From an optimization exercise on the open Yosys and OpenROAD flow, aimed at small area and a short achievable clock period; shortcuts taken in it are not production practice.

==> inputs of fjord <==
## dec79_codec
module dec79_codec (
    input  wire        clk,
    input  wire        rst,             
    input  wire        enc_in_valid,
    input  wire [63:0] enc_in_data,
    output wire        enc_out_valid,
    output wire [78:0] enc_out_word,
    input  wire        dec_in_valid,
    input  wire [78:0] dec_in_word,
    output wire        dec_out_valid,
    output wire [78:0] dec_out_word,
    output wire [1:0]  dec_out_nfix,
    output wire        dec_out_uncorr
);
function automatic [6:0] gf_mul(input [6:0] a, input [6:0] b);
    reg [6:0] acc;
    reg [6:0] sh;
    integer i;
    begin
        acc = 7'd0;
        sh  = a;
        for (i = 0; i < 7; i = i + 1) begin
            if (b[i])
                acc = acc ^ sh;
            sh = {sh[5:0], 1'b0} ^ (sh[6] ? 7'b0001001 : 7'b0000000);
        end
        gf_mul = acc;
    end
endfunction
function automatic [6:0] gf_inv3(input [6:0] a);
    begin
        case (a)
            7'd0: gf_inv3 = 7'd0;
            7'd1: gf_inv3 = 7'd1;
            7'd2: gf_inv3 = 7'd17;
            7'd3: gf_inv3 = 7'd24;
            7'd4: gf_inv3 = 7'd19;
            7'd5: gf_inv3 = 7'd82;
            7'd6: gf_inv3 = 7'd3;
            7'd7: gf_inv3 = 7'd122;
            7'd8: gf_inv3 = 7'd49;
            7'd9: gf_inv3 = 7'd56;
            7'd10: gf_inv3 = 7'd40;
            7'd11: gf_inv3 = 7'd33;
            7'd12: gf_inv3 = 7'd51;
            7'd13: gf_inv3 = 7'd4;
            7'd14: gf_inv3 = 7'd45;
            7'd15: gf_inv3 = 7'd71;
            7'd16: gf_inv3 = 7'd23;
            7'd17: gf_inv3 = 7'd36;
            7'd18: gf_inv3 = 7'd7;
            7'd19: gf_inv3 = 7'd88;
            7'd20: gf_inv3 = 7'd5;
            7'd21: gf_inv3 = 7'd44;
            7'd22: gf_inv3 = 7'd21;
            7'd23: gf_inv3 = 7'd96;
            7'd24: gf_inv3 = 7'd53;
            7'd25: gf_inv3 = 7'd30;
            7'd26: gf_inv3 = 7'd68;
            7'd27: gf_inv3 = 7'd100;
            7'd28: gf_inv3 = 7'd80;
            7'd29: gf_inv3 = 7'd46;
            7'd30: gf_inv3 = 7'd127;
            7'd31: gf_inv3 = 7'd103;
            7'd32: gf_inv3 = 7'd117;
            7'd33: gf_inv3 = 7'd18;
  ...
clock: 22.0 ns
lec_check: 0
cap_margin: 20
core_margin: 2
core_utilization: 40
place_density: 0.6
setup_slack_margin: 0.4
slew_margin: 20
run.sh (not shown) runs the stock make flow with config.mk's settings and CLKGATE_MAP_FILE= SYNTH_SCRIPT=/design/flow/synth_recipe.tcl, a recipe that flattens the netlist after the stock synthesis.
==> inputs of lagoon, as changes to fjord <==
--- a/flow/design.v
+++ b/flow/design.v
@@ -793,19 +793,16 @@
     assign s3[5] = y251;
     assign s3[6] = y260;
     assign par = y269;
 endmodule
 module dec79_loc (
     input  wire [6:0] s1,
-    input  wire [6:0] cp,          
+    input  wire [6:0] s3,
     input  wire       par,
-    input  wire       s1z,         
-    input  wire       s3z,         
     output wire [6:0] x1,
     output wire [6:0] x2,
-    output wire       e,           
     output wire       f78,         
     output wire [1:0] nfix,
     output wire       uncorr
 );
 function automatic [6:0] gf_mul(input [6:0] a, input [6:0] b);
     reg [6:0] acc;
@@ -1055,42 +1052,46 @@
 endfunction
 function automatic gf_trace(input [6:0] c);
     begin
         gf_trace = c[0];
     end
 endfunction
+    wire       s1z    = (s1 == 7'd0);
+    wire       s3z    = (s3 == 7'd0);
+    wire [6:0] cp     = gf_mul(s3, gf_inv3(s1));    
     wire [6:0] c      = cp ^ 7'd1;
     wire       single = (cp == 7'd1);
     wire       troot  = ~gf_trace(c);
     wire [6:0] y0     = gf_halftrace(c);
-    assign x1 = gf_mul(s1, y0);
-    assign x2 = x1 ^ s1;
-    wire       v1     = gf_valid(x1);
-    wire       v2     = gf_valid(x2);
+    wire [6:0] l1     = gf_mul(s1, y0);
+    wire [6:0] l2     = l1 ^ s1;
+    wire       v1     = gf_valid(l1);
+    wire       v2     = gf_valid(l2);
     wire es  = ~s1z & single & v2;                         
     wire ed  = ~s1z & ~single & troot & ~par & v1 & v2;    
+    wire e   = es | ed;
     wire p78 = s1z & s3z & par;                            
-    assign e      = es | ed;
+    assign x1     = e ? l1 : 7'd0;
+    assign x2     = e ? l2 : 7'd0;
     assign f78    = p78 | (es & ~par);
     assign nfix   = {ed | (es & ~par), p78 | (es & par)};
     assign uncorr = ~(s1z & s3z) & ~e;
 endmodule
 module dec79_cor (
     input  wire [77:0] word_in,
     input  wire [6:0]  x1,
     input  wire [6:0]  x2,
-    input  wire        e,
     output wire [77:0] word_out
 );
     reg [7:0]  a1, a2;
     reg [15:0] b1, b2;
     integer i;
     always @(*) begin
         for (i = 0; i < 8; i = i + 1) begin
-            a1[i] = e & (x1[2:0] == i);
-            a2[i] = e & (x2[2:0] == i);
+            a1[i] = (x1[2:0] == i);
+            a2[i] = (x2[2:0] == i);
         end
         for (i = 0; i < 16; i = i + 1) begin
             b1[i] = (x1[6:3] == i);
             b2[i] = (x2[6:3] == i);
         end
     end
@@ -1177,334 +1178,64 @@
 endmodule
 module dec79_codec (
     input  wire        clk,
     input  wire        rst,             
     input  wire        enc_in_valid,
     input  wire [63:0] enc_in_data,
-    output wire        enc_out_valid,
+    output reg         enc_out_valid,
     output wire [78:0] enc_out_word,
     input  wire        dec_in_valid,
     input  wire [78:0] dec_in_word,
-    output wire        dec_out_valid,
+    output reg         dec_out_valid,
     output wire [78:0] dec_out_word,
     output wire [1:0]  dec_out_nfix,
     output wire        dec_out_uncorr
 );
-function automatic [6:0] gf_mul(input [6:0] a, input [6:0] b);
-    reg [6:0] acc;
-    reg [6:0] sh;
-    integer i;
-    begin
-        acc = 7'd0;
-        sh  = a;
-        for (i = 0; i < 7; i = i + 1) begin
-            if (b[i])
-                acc = acc ^ sh;
-            sh = {sh[5:0], 1'b0} ^ (sh[6] ? 7'b0001001 : 7'b0000000);
-        end
-        gf_mul = acc;
-    end
-endfunction
-function automatic [6:0] gf_inv3(input [6:0] a);
-    begin
-        case (a)
-            7'd0: gf_inv3 = 7'd0;
-            7'd1: gf_inv3 = 7'd1;
-            7'd2: gf_inv3 = 7'd17;
-            7'd3: gf_inv3 = 7'd24;
-            7'd4: gf_inv3 = 7'd19;
-            7'd5: gf_inv3 = 7'd82;
-            7'd6: gf_inv3 = 7'd3;
-            7'd7: gf_inv3 = 7'd122;
-            7'd8: gf_inv3 = 7'd49;
-            7'd9: gf_inv3 = 7'd56;
-            7'd10: gf_inv3 = 7'd40;
-            7'd11: gf_inv3 = 7'd33;
-            7'd12: gf_inv3 = 7'd51;
-            7'd13: gf_inv3 = 7'd4;
-            7'd14: gf_inv3 = 7'd45;
-            7'd15: gf_inv3 = 7'd71;
-            7'd16: gf_inv3 = 7'd23;
-            7'd17: gf_inv3 = 7'd36;
-            7'd18: gf_inv3 = 7'd7;
-            7'd19: gf_inv3 = 7'd88;
-            7'd20: gf_inv3 = 7'd5;
-            7'd21: gf_inv3 = 7'd44;
-            7'd22: gf_inv3 = 7'd21;
-            7'd23: gf_inv3 = 7'd96;
-            7'd24: gf_inv3 = 7'd53;
-            7'd25: gf_inv3 = 7'd30;
-            7'd26: gf_inv3 = 7'd68;
-            7'd27: gf_inv3 = 7'd100;
-            7'd28: gf_inv3 = 7'd80;
-            7'd29: gf_inv3 = 7'd46;
-            7'd30: gf_inv3 = 7'd127;
-            7'd31: gf_inv3 = 7'd103;
-            7'd32: gf_inv3 = 7'd117;
-            7'd33: gf_inv3 = 7'd18;
-            7'd34: gf_inv3 = 7'd64;
-            7'd35: gf_inv3 = 7'd115;
-            7'd36: gf_inv3 = 7'd119;
-            7'd37: gf_inv3 = 7'd38;
-            7'd38: gf_inv3 = 7'd11;
-            7'd39: gf_inv3 = 7'd47;
-            7'd40: gf_inv3 = 7'd85;
-            7'd41: gf_inv3 = 7'd124;
-            7'd42: gf_inv3 = 7'd65;
-            7'd43: gf_inv3 = 7'd2;
-            7'd44: gf_inv3 = 7'd87;
-            7'd45: gf_inv3 = 7'd58;
-            7'd46: gf_inv3 = 7'd12;
-            7'd47: gf_inv3 = 7'd110;
-            7'd48: gf_inv3 = 7'd83;
-            7'd49: gf_inv3 = 7'd93;
-            7'd50: gf_inv3 = 7'd101;
-            7'd51: gf_inv3 = 7'd86;
-            7'd52: gf_inv3 = 7'd76;
-            7'd53: gf_inv3 = 7'd62;
-            7'd54: gf_inv3 = 7'd72;
-            7'd55: gf_inv3 = 7'd66;
-            7'd56: gf_inv3 = 7'd10;
-            7'd57: gf_inv3 = 7'd90;
-            7'd58: gf_inv3 = 7'd99;
-            7'd59: gf_inv3 = 7'd79;
-            7'd60: gf_inv3 = 7'd120;
-            7'd61: gf_inv3 = 7'd81;
-            7'd62: gf_inv3 = 7'd123;
-            7'd63: gf_inv3 = 7'd31;
-            7'd64: gf_inv3 = 7'd91;
-            7'd65: gf_inv3 = 7'd26;
-            7'd66: gf_inv3 = 7'd32;
-            7'd67: gf_inv3 = 7'd28;
-            7'd68: gf_inv3 = 7'd8;
-            7'd69: gf_inv3 = 7'd73;
-            7'd70: gf_inv3 = 7'd61;
-            7'd71: gf_inv3 = 7'd111;
-            7'd72: gf_inv3 = 7'd121;
-            7'd73: gf_inv3 = 7'd22;
-            7'd74: gf_inv3 = 7'd98;
-            7'd75: gf_inv3 = 7'd14;
-            7'd76: gf_inv3 = 7'd50;
-            7'd77: gf_inv3 = 7'd109;
-            7'd78: gf_inv3 = 7'd114;
-            7'd79: gf_inv3 = 7'd54;
-            7'd80: gf_inv3 = 7'd95;
-            7'd81: gf_inv3 = 7'd16;
-            7'd82: gf_inv3 = 7'd75;
-            7'd83: gf_inv3 = 7'd70;
-            7'd84: gf_inv3 = 7'd25;
-            7'd85: gf_inv3 = 7'd39;
-            7'd86: gf_inv3 = 7'd34;
-            7'd87: gf_inv3 = 7'd106;
-            7'd88: gf_inv3 = 7'd125;
-            7'd89: gf_inv3 = 7'd92;
-            7'd90: gf_inv3 = 7'd37;
-            7'd91: gf_inv3 = 7'd113;
-            7'd92: gf_inv3 = 7'd69;
-            7'd93: gf_inv3 = 7'd29;
-            7'd94: gf_inv3 = 7'd107;
-            7'd95: gf_inv3 = 7'd52;
-            7'd96: gf_inv3 = 7'd57;
-            7'd97: gf_inv3 = 7'd112;
-            7'd98: gf_inv3 = 7'd94;
-            7'd99: gf_inv3 = 7'd43;
-            7'd100: gf_inv3 = 7'd89;
-            7'd101: gf_inv3 = 7'd105;
-            7'd102: gf_inv3 = 7'd108;
-            7'd103: gf_inv3 = 7'd78;
-            7'd104: gf_inv3 = 7'd77;
-            7'd105: gf_inv3 = 7'd55;
-            7'd106: gf_inv3 = 7'd97;
-            7'd107: gf_inv3 = 7'd59;
-            7'd108: gf_inv3 = 7'd9;
-            7'd109: gf_inv3 = 7'd20;
-            7'd110: gf_inv3 = 7'd42;
-            7'd111: gf_inv3 = 7'd102;
-            7'd112: gf_inv3 = 7'd35;
-            7'd113: gf_inv3 = 7'd67;
-            7'd114: gf_inv3 = 7'd41;
-            7'd115: gf_inv3 = 7'd6;
-            7'd116: gf_inv3 = 7'd63;
-            7'd117: gf_inv3 = 7'd74;
-            7'd118: gf_inv3 = 7'd126;
-            7'd119: gf_inv3 = 7'd84;
-            7'd120: gf_inv3 = 7'd15;
-            7'd121: gf_inv3 = 7'd118;
-            7'd122: gf_inv3 = 7'd27;
-            7'd123: gf_inv3 = 7'd104;
-            7'd124: gf_inv3 = 7'd60;
-            7'd125: gf_inv3 = 7'd48;
-            7'd126: gf_inv3 = 7'd116;
-            7'd127: gf_inv3 = 7'd13;
-            default: gf_inv3 = 7'd0;
-        endcase
-    end
-endfunction
-function automatic gf_valid(input [6:0] a);
-    begin
-        case (a)
-            7'd1: gf_valid = 1'b1;
-            7'd2: gf_valid = 1'b1;
-            7'd3: gf_valid = 1'b1;
-            7'd4: gf_valid = 1'b1;
-            7'd5: gf_valid = 1'b1;
-            7'd6: gf_valid = 1'b1;
-            7'd8: gf_valid = 1'b1;
-            7'd9: gf_valid = 1'b1;
-            7'd10: gf_valid = 1'b1;
-            7'd11: gf_valid = 1'b1;
-            7'd12: gf_valid = 1'b1;
-            7'd16: gf_valid = 1'b1;
-            7'd18: gf_valid = 1'b1;
-            7'd20: gf_valid = 1'b1;
-            7'd22: gf_valid = 1'b1;
-            7'd24: gf_valid = 1'b1;
-            7'd25: gf_valid = 1'b1;
-            7'd27: gf_valid = 1'b1;
-            7'd29: gf_valid = 1'b1;
-            7'd31: gf_valid = 1'b1;
-            7'd32: gf_valid = 1'b1;
-            7'd35: gf_valid = 1'b1;
-            7'd36: gf_valid = 1'b1;
-            7'd37: gf_valid = 1'b1;
-            7'd39: gf_valid = 1'b1;
-            7'd40: gf_valid = 1'b1;
-            7'd41: gf_valid = 1'b1;
-            7'd43: gf_valid = 1'b1;
-            7'd44: gf_valid = 1'b1;
-            7'd45: gf_valid = 1'b1;
-            7'd47: gf_valid = 1'b1;
-            7'd48: gf_valid = 1'b1;
-            7'd50: gf_valid = 1'b1;
-            7'd51: gf_valid = 1'b1;
-            7'd53: gf_valid = 1'b1;
-            7'd54: gf_valid = 1'b1;
-            7'd55: gf_valid = 1'b1;
-            7'd57: gf_valid = 1'b1;
-            7'd58: gf_valid = 1'b1;
-            7'd61: gf_valid = 1'b1;
-            7'd62: gf_valid = 1'b1;
-            7'd64: gf_valid = 1'b1;
-            7'd65: gf_valid = 1'b1;
-            7'd69: gf_valid = 1'b1;
-            7'd70: gf_valid = 1'b1;
-            7'd72: gf_valid = 1'b1;
-            7'd73: gf_valid = 1'b1;
-            7'd74: gf_valid = 1'b1;
-            7'd75: gf_valid = 1'b1;
-            7'd80: gf_valid = 1'b1;
-            7'd81: gf_valid = 1'b1;
-            7'd82: gf_valid = 1'b1;
-            7'd83: gf_valid = 1'b1;
-            7'd85: gf_valid = 1'b1;
-            7'd86: gf_valid = 1'b1;
-            7'd87: gf_valid = 1'b1;
-            7'd88: gf_valid = 1'b1;
-            7'd90: gf_valid = 1'b1;
-            7'd93: gf_valid = 1'b1;
-            7'd94: gf_valid = 1'b1;
-            7'd95: gf_valid = 1'b1;
-            7'd96: gf_valid = 1'b1;
-            7'd97: gf_valid = 1'b1;
-            7'd100: gf_valid = 1'b1;
-            7'd102: gf_valid = 1'b1;
-            7'd106: gf_valid = 1'b1;
-            7'd107: gf_valid = 1'b1;
-            7'd108: gf_valid = 1'b1;
-            7'd109: gf_valid = 1'b1;
-            7'd110: gf_valid = 1'b1;
-            7'd111: gf_valid = 1'b1;
-            7'd113: gf_valid = 1'b1;
-            7'd114: gf_valid = 1'b1;
-            7'd115: gf_valid = 1'b1;
-            7'd116: gf_valid = 1'b1;
-            7'd122: gf_valid = 1'b1;
-            7'd124: gf_valid = 1'b1;
-            7'd125: gf_valid = 1'b1;
-            default: gf_valid = 1'b0;
-        endcase
-    end
-endfunction
-function automatic [6:0] gf_halftrace(input [6:0] c);
-    begin
-        gf_halftrace[0] = 1'b0;
-        gf_halftrace[1] = c[2] ^ c[3] ^ c[4] ^ c[6];
-        gf_halftrace[2] = c[3] ^ c[4] ^ c[6];
-        gf_halftrace[3] = c[5] ^ c[6];
-        gf_halftrace[4] = c[1] ^ c[2] ^ c[4];
-        gf_halftrace[5] = c[3] ^ c[5] ^ c[6];
-        gf_halftrace[6] = c[3] ^ c[6];
-    end
-endfunction
-function automatic gf_trace(input [6:0] c);
-    begin
-        gf_trace = c[0];
-    end
-endfunction
-    reg [1:0] enc_v;
-    reg [2:0] dec_v;
+    reg enc_v_q, dec_v_q;
     always @(posedge clk) begin
         if (rst) begin
-            enc_v <= 2'd0;
-            dec_v <= 3'd0;
+            enc_v_q       <= 1'b0;
+            dec_v_q       <= 1'b0;
+            enc_out_valid <= 1'b0;
+            dec_out_valid <= 1'b0;
         end else begin
-            enc_v <= {enc_v, enc_in_valid};
-            dec_v <= {dec_v, dec_in_valid};
+            enc_v_q       <= enc_in_valid;
+            dec_v_q       <= dec_in_valid;
+            enc_out_valid <= enc_v_q;
+            dec_out_valid <= dec_v_q;
         end
     end
-    assign enc_out_valid = enc_v[1];
-    assign dec_out_valid = dec_v[2];
-    reg [63:0] enc_d_r0;
-    always @(posedge clk) enc_d_r0 <= enc_in_data;
+    reg [63:0] enc_d_q;
+    always @(posedge clk) enc_d_q <= enc_in_data;
     wire [78:0] enc_word;
-    dec79_enc u_enc (.data(enc_d_r0), .word(enc_word));
-    reg [78:0] enc_w_r;
-    always @(posedge clk) enc_w_r <= enc_word;
-    assign enc_out_word = enc_w_r;
-    reg  [78:0] word_r0;
-    always @(posedge clk) begin
-        word_r0 <= dec_in_word;
-    end
-    wire [6:0] s1, s3;
-    wire       par;
-    dec79_syn u_syn (.word(word_r0), .s1(s1), .s3(s3), .par(par));
-    wire [6:0] q = gf_inv3(s1);
-    wire [6:0] cp  = gf_mul(s3, q);
-    wire       s1z = (s1 == 7'd0);
-    wire       s3z = (s3 == 7'd0);
-    reg  [78:0] word_r1;
-    reg  [6:0] s1_r1;
-    reg        par_r1;
-    reg  [6:0] cp_r1;
-    reg        s1z_r1;
-    reg        s3z_r1;
-    always @(posedge clk) begin
-        word_r1 <= word_r0;
-        s1_r1 <= s1;
-        par_r1 <= par;
-        cp_r1 <= cp;
-        s1z_r1 <= s1z;
-        s3z_r1 <= s3z;
-    end
+    reg  [78:0] enc_w_q;
+    dec79_enc u_enc (.data(enc_d_q), .word(enc_word));
+    always @(posedge clk) enc_w_q <= enc_word;
+    assign enc_out_word = enc_w_q;
+    reg  [78:0] dec_w_q;
+    wire [78:0] syn_word;
+    wire [6:0]  s1, s3;
+    wire        par;
+    always @(posedge clk) dec_w_q <= dec_in_word;
+    dec79_syn u_syn (.word(dec_w_q), .s1(s1), .s3(s3), .par(par));
     wire [6:0] x1, x2;
-    wire       e, f78, uncorr;
+    wire       f78, uncorr;
     wire [1:0] nfix;
-    dec79_loc u_loc (.s1(s1_r1), .cp(cp_r1), .par(par_r1),
-                     .s1z(s1z_r1), .s3z(s3z_r1), .x1(x1), .x2(x2),
-                     .e(e), .f78(f78), .nfix(nfix), .uncorr(uncorr));
-    wire [78:0] wloc = {word_r1[78] ^ f78, word_r1[77:0]};
-    wire [77:0] wcor;
-    dec79_cor u_cor (.word_in(wloc[77:0]), .x1(x1), .x2(x2),
-                     .e(e), .word_out(wcor));
-    wire [78:0] wout = {wloc[78], wcor};
-    reg  [78:0] wout_r2;
-    reg  [1:0] nfix_r2;
-    reg        uncorr_r2;
+    dec79_loc u_loc (.s1(s1), .s3(s3), .par(par), .x1(x1), .x2(x2),
+                     .f78(f78), .nfix(nfix), .uncorr(uncorr));
+    reg [78:0] dec_w_q2;
+    reg [6:0]  x1_q, x2_q;
+    reg [1:0]  nfix_q;
+    reg        uncorr_q;
     always @(posedge clk) begin
-        wout_r2 <= wout;
-        nfix_r2 <= nfix;
-        uncorr_r2 <= uncorr;
-    end
-    assign dec_out_word   = wout_r2;
-    assign dec_out_nfix   = nfix_r2;
-    assign dec_out_uncorr = uncorr_r2;
+        dec_w_q2 <= {dec_w_q[78] ^ f78, dec_w_q[77:0]};
+        x1_q     <= x1;
+        x2_q     <= x2;
+        nfix_q   <= nfix;
+        uncorr_q <= uncorr;
+    end
+    dec79_cor u_cor (.word_in(dec_w_q2[77:0]), .x1(x1_q), .x2(x2_q),
+                     .word_out(dec_out_word[77:0]));
+    assign dec_out_word[78] = dec_w_q2[78];
+    assign dec_out_nfix     = nfix_q;
+    assign dec_out_uncorr   = uncorr_q;
 endmodule
==> comparison table <==
quantity                                                           fjord          lagoon
Overall Global Routing Usage                                      25.22%          25.66%
Per-cell routed wire length                                     23.16 um        22.79 um
Number of vias in the routed layout                                14827           14351
Share of the final layout cell area in multi-input gates          44.26%          48.64%
FFs & Latches                                                        405             322
Detailed Route Iter0 Violations                                     1765            1291
Compound-gate portion of the synthesized area                     11.04%          12.57%
Headroom to the max-slew limit                                    29.20%          27.48%
Adder-cell share of the synthesized area                          1.718%          1.330%
Combined area of the multi-input logic cells                 10990 sq um     10920 sq um
Total iterations of the first detailed-routing run                     9               6
CTS buffer count                                                      44              31
Final Critical Period                                           6.281 ns        10.71 ns
Die Wd                                                          225.7 um        215.4 um
Layout clock buffers                                                  60              42
Outcome                                                   finished clean  finished clean
Period utilisation layout                                         28.55%          48.68%
Hold path start                                             enc_d_r0[28]     enc_d_q[25]
Final Core Density                                                50.92%          50.89%
Worst endpoint required time                                    22.42 ns        22.43 ns
Synthesized area per cell                                    10.56 sq um     9.983 sq um
Final instance area                                          24820 sq um     22460 sq um
No functional check of the RTL was part of any run of this note.

port drivers added, routing unchanged:
Ports are ideal in the flow. The routed layouts listed here were re-timed in OpenROAD.
Step 1: set_driving_cell puts a clkbuf_16 on clk and a buf_2 on each other input, an assumption about the parent block.
Step 2 moves the port delays by t, midway between the first and last clock arrival at a register: inputs arrive t later, outputs are due t later. That takes back most of the time a late clock gives input paths.
Slacks: ideal / step 1 / step 2; pairs: ideal / step 1.
| run | t (ns) | slack for setup (ns) | worst setup path after step 2 | worst register clock-pin slew, ns | worst data-port slew with drivers (ns) |
|---|---|---|---|---|---|
| fjord | 0.625 | 15.719 / 15.719 / 15.719 | register to register | 0.07 / 0.07 | 0.11 |
| lagoon | 0.625 | 11.290 / 11.290 / 11.290 | register to register | 0.07 / 0.07 | 0.08 |
After both steps setup and hold are still met in every run listed.
